Context: an optimization exercise on an open-source flow, tuned for small area. The choices shown serve that exercise and are no tape-out recipe.
In this exercise RTL edits were held to simulation tests only and were not proved equivalent to the original.
Power and IR drop assume default switching activity.

<file path="design/flow/constraint.sdc">
create_clock -name core_clock -period 5.5 [get_ports {clk}]
set_input_delay 1.1000 -clock core_clock [delete_from_list [all_inputs] [get_ports {clk}]]
set_output_delay 1.1000 -clock core_clock [all_outputs]
set_load 0.01 [all_outputs]
</file>
<file path="design/flow/config.mk">
export PLATFORM = sky130hd
export DESIGN_NAME = cis_ecc
export DESIGN_NICKNAME = cis_ecc
export VERILOG_FILES = /design/flow/design.v
export SDC_FILE = /design/flow/constraint.sdc
export NUM_CORES = 4
export LEC_CHECK = 0
export CAP_MARGIN = 20
export CORE_MARGIN = 2
export CORE_UTILIZATION = 40
export SLEW_MARGIN = 20
</file>
<file path="design/flow/run.sh">
#!/bin/bash
# synth_recipe.tcl (not shown) runs the flow's synth.tcl, then flattens the netlist and writes it again
# the make line also repeats each setting of config.mk as NAME=value (left out here)
make -C /OpenROAD-flow-scripts/flow DESIGN_CONFIG=/design/flow/config.mk WORK_HOME=/design/flow/orfs CLKGATE_MAP_FILE= SYNTH_SCRIPT=/design/flow/synth_recipe.tcl finish
</file>
<file path="design/flow/design.v">
module cis_ecc (
    input  wire        clk,
    input  wire        rst_n,
    input  wire        wr_valid,
    input  wire [63:0] wr_data,
    input  wire        wr_poison,
    input  wire [15:0] wr_inj,
    output reg         wc_valid,
    output reg  [15:0] wc_check,
    input  wire        rd_valid,
    input  wire [63:0] rd_data,
    input  wire [15:0] rd_check,
    output reg         rr_valid,
    output reg  [63:0] rr_data,
    output reg         rr_ce,
    output reg         rr_ue,
    output reg  [4:0]  rr_sym
);
    localparam [15:0] POISON_PAT = 16'h0011;
    function [3:0] gf_mul;
        input [3:0] a;
        input [3:0] b;
        reg   [6:0] p;
        integer k;
        begin
            p = 7'd0;
            for (k = 0; k < 4; k = k + 1)
                if (b[k]) p = p ^ ({3'd0, a} << k);
            for (k = 6; k >= 4; k = k - 1)
                if (p[k]) p = p ^ (7'h13 << (k - 4));
            gf_mul = p[3:0];
        end
    endfunction
    function [15:0] hcol;
        input integer j;
        begin
            case (j)
                0:  hcol = {4'd15, 4'd9,  4'd4,  4'd1};
                1:  hcol = {4'd6,  4'd6,  4'd13, 4'd1};
                2:  hcol = {4'd1,  4'd12, 4'd3,  4'd1};
                3:  hcol = {4'd8,  4'd14, 4'd10, 4'd1};
                4:  hcol = {4'd14, 4'd9,  4'd7,  4'd1};
                5:  hcol = {4'd14, 4'd10, 4'd5,  4'd1};
                6:  hcol = {4'd4,  4'd2,  4'd3,  4'd1};
                7:  hcol = {4'd15, 4'd0,  4'd9,  4'd1};
                8:  hcol = {4'd13, 4'd6,  4'd4,  4'd1};
                9:  hcol = {4'd7,  4'd5,  4'd5,  4'd1};
                10: hcol = {4'd0,  4'd2,  4'd12, 4'd1};
                11: hcol = {4'd10, 4'd2,  4'd8,  4'd1};
                12: hcol = {4'd5,  4'd7,  4'd15, 4'd1};
                13: hcol = {4'd5,  4'd14, 4'd7,  4'd1};
                14: hcol = {4'd8,  4'd8,  4'd1,  4'd1};
                15: hcol = {4'd14, 4'd4,  4'd2,  4'd1};
                default: hcol = 16'd0;
            endcase
        end
    endfunction
    function [15:0] encode;
        input [63:0] d;
        integer j, i;
        reg [15:0] h;
        begin
            encode = 16'd0;
            for (j = 0; j < 16; j = j + 1) begin
                h = hcol(j);
                for (i = 0; i < 4; i = i + 1)
                    encode[4*i +: 4] = encode[4*i +: 4]
                                     ^ gf_mul(h[4*i +: 4], d[4*j +: 4]);
            end
        end
    endfunction
    reg        w1_valid;
    reg [63:0] w1_data;
    reg        w1_poison;
    reg [15:0] w1_inj;
    always @(posedge clk) begin
        if (!rst_n) begin
            w1_valid <= 1'b0;
            wc_valid <= 1'b0;
        end else begin
            w1_valid <= wr_valid;
            wc_valid <= w1_valid;
        end
        w1_data   <= wr_data;
        w1_poison <= wr_poison;
        w1_inj    <= wr_inj;
        wc_check  <= encode(w1_data) ^ w1_inj
                   ^ (w1_poison ? POISON_PAT : 16'd0);
    end
    reg        r1_valid;
    reg [63:0] r1_data;
    reg [15:0] r1_check;
    always @(posedge clk) begin
        if (!rst_n)
            r1_valid <= 1'b0;
        else
            r1_valid <= rd_valid;
        r1_data  <= rd_data;
        r1_check <= rd_check;
    end
    wire [15:0] syn = encode(r1_data) ^ r1_check;
    reg [79:0] err_val;
    reg [19:0] match;
    reg [15:0] hj;
    reg [15:0] expect_syn;
    integer    s, g;
    always @(*) begin
        for (s = 0; s < 20; s = s + 1) begin
            if (s < 16) begin
                hj         = hcol(s);
                err_val[4*s +: 4] = syn[3:0];
            end else begin
                hj         = (16'h1 << (4 * (s - 16)));
                err_val[4*s +: 4] = syn[4*(s-16) +: 4];
            end
            for (g = 0; g < 4; g = g + 1)
                expect_syn[4*g +: 4] = gf_mul(hj[4*g +: 4], err_val[4*s +: 4]);
            match[s] = (err_val[4*s +: 4] != 4'd0) && (expect_syn == syn);
        end
    end
    wire syn_zero = (syn == 16'd0);
    wire ce       = !syn_zero && (match != 20'd0);
    wire ue       = !syn_zero && (match == 20'd0);
    reg [63:0] corrected;
    reg [4:0]  sym;
    integer    t;
    always @(*) begin
        corrected = r1_data;
        sym       = 5'd0;
        for (t = 0; t < 20; t = t + 1) begin
            if (match[t]) begin
                sym = t[4:0];
                if (t < 16)
                    corrected[4*t +: 4] = r1_data[4*t +: 4] ^ err_val[4*t +: 4];
            end
        end
    end
    always @(posedge clk) begin
        if (!rst_n)
            rr_valid <= 1'b0;
        else
            rr_valid <= r1_valid;
        rr_data <= corrected;
        rr_ce   <= ce;
        rr_ue   <= ue;
        rr_sym  <= sym;
    end
endmodule
</file>
==> out/results.ini <==
[run_status]
status=no timing/DRC/antenna violations

[power_and_ir_drop]
vdd_drop_max_v=0.000445
p_switching_w=0.00595
p_per_area_nw_per_um2=728
p_seq_share_pct=16.6
power_leakage_nw=7.03
comb_power_share_pct=68.3
power_w=0.0129
p_clk_share_pct=15.1
power.internal_w=0.00696
switching_share_pct=46.1

[drt]
drt_iter0_drc=647
avgViaCountPerCell=4.90
drt_wl_total_mm=45.2
first_pass_iters=5
vias=9520
drtAntennaViolNets=0
wire_per_inst_um=23.2
drc=0

[hold_path]
holdCritStartpoint=r1_valid
hold_end=rr_valid
hold_depth=1
hold_class=register to register

[global_route]
groute.usage.overall_pct=24.8
antenna_found_initial=0
grt_pass1_vias=9708
grt_max_degree=29
grt-ovfl-total=0
grt_pass1_wl_mm=64.9

[setup_path]
worst-path-buf-inv=1
cpLargestDelayFamily=XOR/XNOR gates
crit_type=register to register
cp-end-kind=register
worst-path-max-fanout=11
arrival_ps=5670
r2r-end=rr_ue
rrSetupSlack_ps=270
crit_path_top_delay_cell=xnor3_1
worst-r2r-cell-count=11
cp-start-kind=register
crit_required_ps=5940
cp_slowest_stage_delay_ps=920
path_cells=xor2_1 -> xor3_1 -> xnor3_1 -> buf_4 -> xnor2_1 -> or3_1 -> a22oi_1 -> nand3_1 -> and3_1 -> o2111a_1 -> and4_1
cp-startpoint=r1_data[13]
r2r_start=r1_data[13]

[cells_and_area]
stdcell_count=1944
fillers=3041
drive_above_1_share_pct=8.49
final_nets=1641
diodes=0
syn_to_final_growth_pct=29.1

[logic_synthesis]
synth_seq_cells=252
synth.distinct_cells=75
yosys.area.top_type=dfxtp_1
synthArstFlopShare_pct=0
synth_cells=1222
ys_seq_area_share_pct=36.7
syn_area_sq_um=13700
ys_warn_count=1
yosys.area.top_type_share_pct=36.7
syn_nets=1387
synth_top_cells_by_area=dfxtp_1, xnor2_1, xnor3_1, xor2_1, nand2_1
avgSynthCellArea_sq_um=11.2
ys.flop_type=dfxtp_1
synth-edff-count=0

[floorplanning]
rows=67
core-area_sq_um=33700
fp.dieArea_sq_um=35900
die_h_um=189
initial_utilization_pct=40.8
ios=254
die_x_um=189

[timing]
skew_ps=12.9
rsz0062_at_grt=false
tns_ps=0
worst_pin_slew_ps=1060
fmax_mhz=191
relSlewSlack_pct=29.0
setup_viol_count_final=0
maxSlewViolCount=0
period_share_pct=95.1
final_hold_viol_count=0
min_period_ps=5230

[cts]
cts_sinks=252
post_cts_buffers=0
hold_buffers=0
cts.clk_slew.worst_paths_ps=60
post_cts_resize_count=0
h-tree-depth=1
cts_tree=yes
cts_root_buf=clkbuf_16
insertion_delay_ps=560
cts_inserted_buffers=27
clock_path_buffers=3

[run]
max_cap_violations=0

[placed_design]
place.gp.congestion=0.980
place_hpwl_mm=35.6
numPortBuffers=253
dp.cells=1895

-- power by group through the flow --
stage	logic, W	clock network [W]	registers (W)
after floorplan	0.00655	0	0.00218
after global placement	0.00865	0	0.00218
after detailed placement	0.00866	0	0.00218
after CTS	0.00870	0.00200	0.00214
after global routing	0.00936	0.00207	0.00216
final	0.00881	0.00196	0.00214
-- metrics by stage --
step / instance area (sq um) / util [%] / setup WS (ps) / hold slack, ps
after floorplan: 13700 / - / 1830 / 412
after global placement: 16800 / 49.7 / 270 / 423
after detailed placement: 16800 / 49.7 / 310 / 420
after CTS: 17700 / 52.6 / 261 / 437
after global routing: 17700 / 52.6 / 156 / 475
final: 17700 / 52.6 / 270 / 432
-- cell usage after synthesis, types with 4 or more instances --
master,n
dfxtp_1,252
xor3_2,4
xor3_1,7
o211ai_1,6
and2_1,8
xnor3_2,6
or3_1,10
nor2_1,48
buf_6,4
nand3_1,25
xnor2_2,13
a21oi_1,10
o21ai_0,10
nand2_1,69
nor3b_1,4
mux2i_1,8
xnor2_4,7
a211oi_1,4
nand2b_1,8
clkbuf_1,19
buf_1,4
xnor3_1,59
xnor2_1,391
buf_2,26
and3_1,16
a22oi_1,5
nor3_1,24
nand4_1,4
xor2_1,103
-- routing by layer --
metal,vias to the layer above,routed length [um],global-route usage (%)
li1,4515,-,-
met1,4542,19000,31.5
met2,394,22000,43.5
met3,69,2680,3.47
met4,0,1500,7.87
met5,-,0,0
-- placed cells by master (no fill, tap or decap), drive strengths merged, types with 4 or more instances in the layout --
master           n
nand2b           8
nand4            5
nand3           25
xor3            11
and2             9
nor3            25
mux2i            8
xnor3           65
o211ai           6
bufinv           4
a21oi           11
and3            16
nor2            48
nand2           70
xor2           105
xnor2          411
nor4             6
a22oi            5
buf             26
clkdlybuf4s50  253
or3             10
nor3b            5
a211oi           4
o21ai           11
clkbuf          37
dfxtp          252
-- cell type report --
type                       count  area (sq um)  area share [%]
clock buffer                  37           793            4.47
clock inverter                12           184            1.04
sequential                   252          5040            28.4
multi-input combinational    916          8430            47.5
timing repair buffer         279          2730            15.4
tap                          448           561            3.16
-- cell families (layout without fill, tap and decap cells) --
group	count (synthesis)	after routing	share of synthesized area (%)
AOI/OAI and AO/OA	68	68	3.88
xor gates and xnor gates	592	592	47.3
adders and majority gates	1	1	0.0728
buffers and inverters	54	328	1.96
DFF	252	252	36.7
muxes	10	10	0.747
and+or+nand+nor	245	245	9.32
-- flip-flops by register name, summed over array words and instances, names as in the netlist, 5 cells and up --
register	flops
rr_sym	5
wc_check	16
r1_data	64
rr_data	64
r1_check	16
w1_inj	16
w1_data	64
-- how the worst max path moves through the flow --
stage | endpoint | slack (ps) | cells after the start
after floorplan | rr_ce | 1830 | 12
after global placement | rr_ue | 270 | 11
after detailed placement | rr_ue | 310 | 11
after CTS | rr_ue | 260 | 11
after global routing | rr_ue | 160 | 11
final | rr_ue | 270 | 11

what the ideal ports hide:
No port has a modelled driver above. Below, the same layout with a new extraction and two added sets of constraints. Step 1, drivers: a clkbuf_16 drives clk and a buf_2 each remaining input, both assumed. Step 2, shift: input delay + t, output delay - t, t = (earliest + latest rising clock arrival at the registers) / 2. This alone moves slack from input paths to output paths. a / b / c = no drivers / after step 1 / after step 2; a / b = the first two.
shift t [ns]: 0.599
setup WS [ns]: 0.270 / 0.270 / 0.270
worst setup path at the end: register to register
After both steps this run still meets setup and hold. For this run, drivers alone change the setup slack by 0.000 ns; drivers and shift together by 0.000 ns.
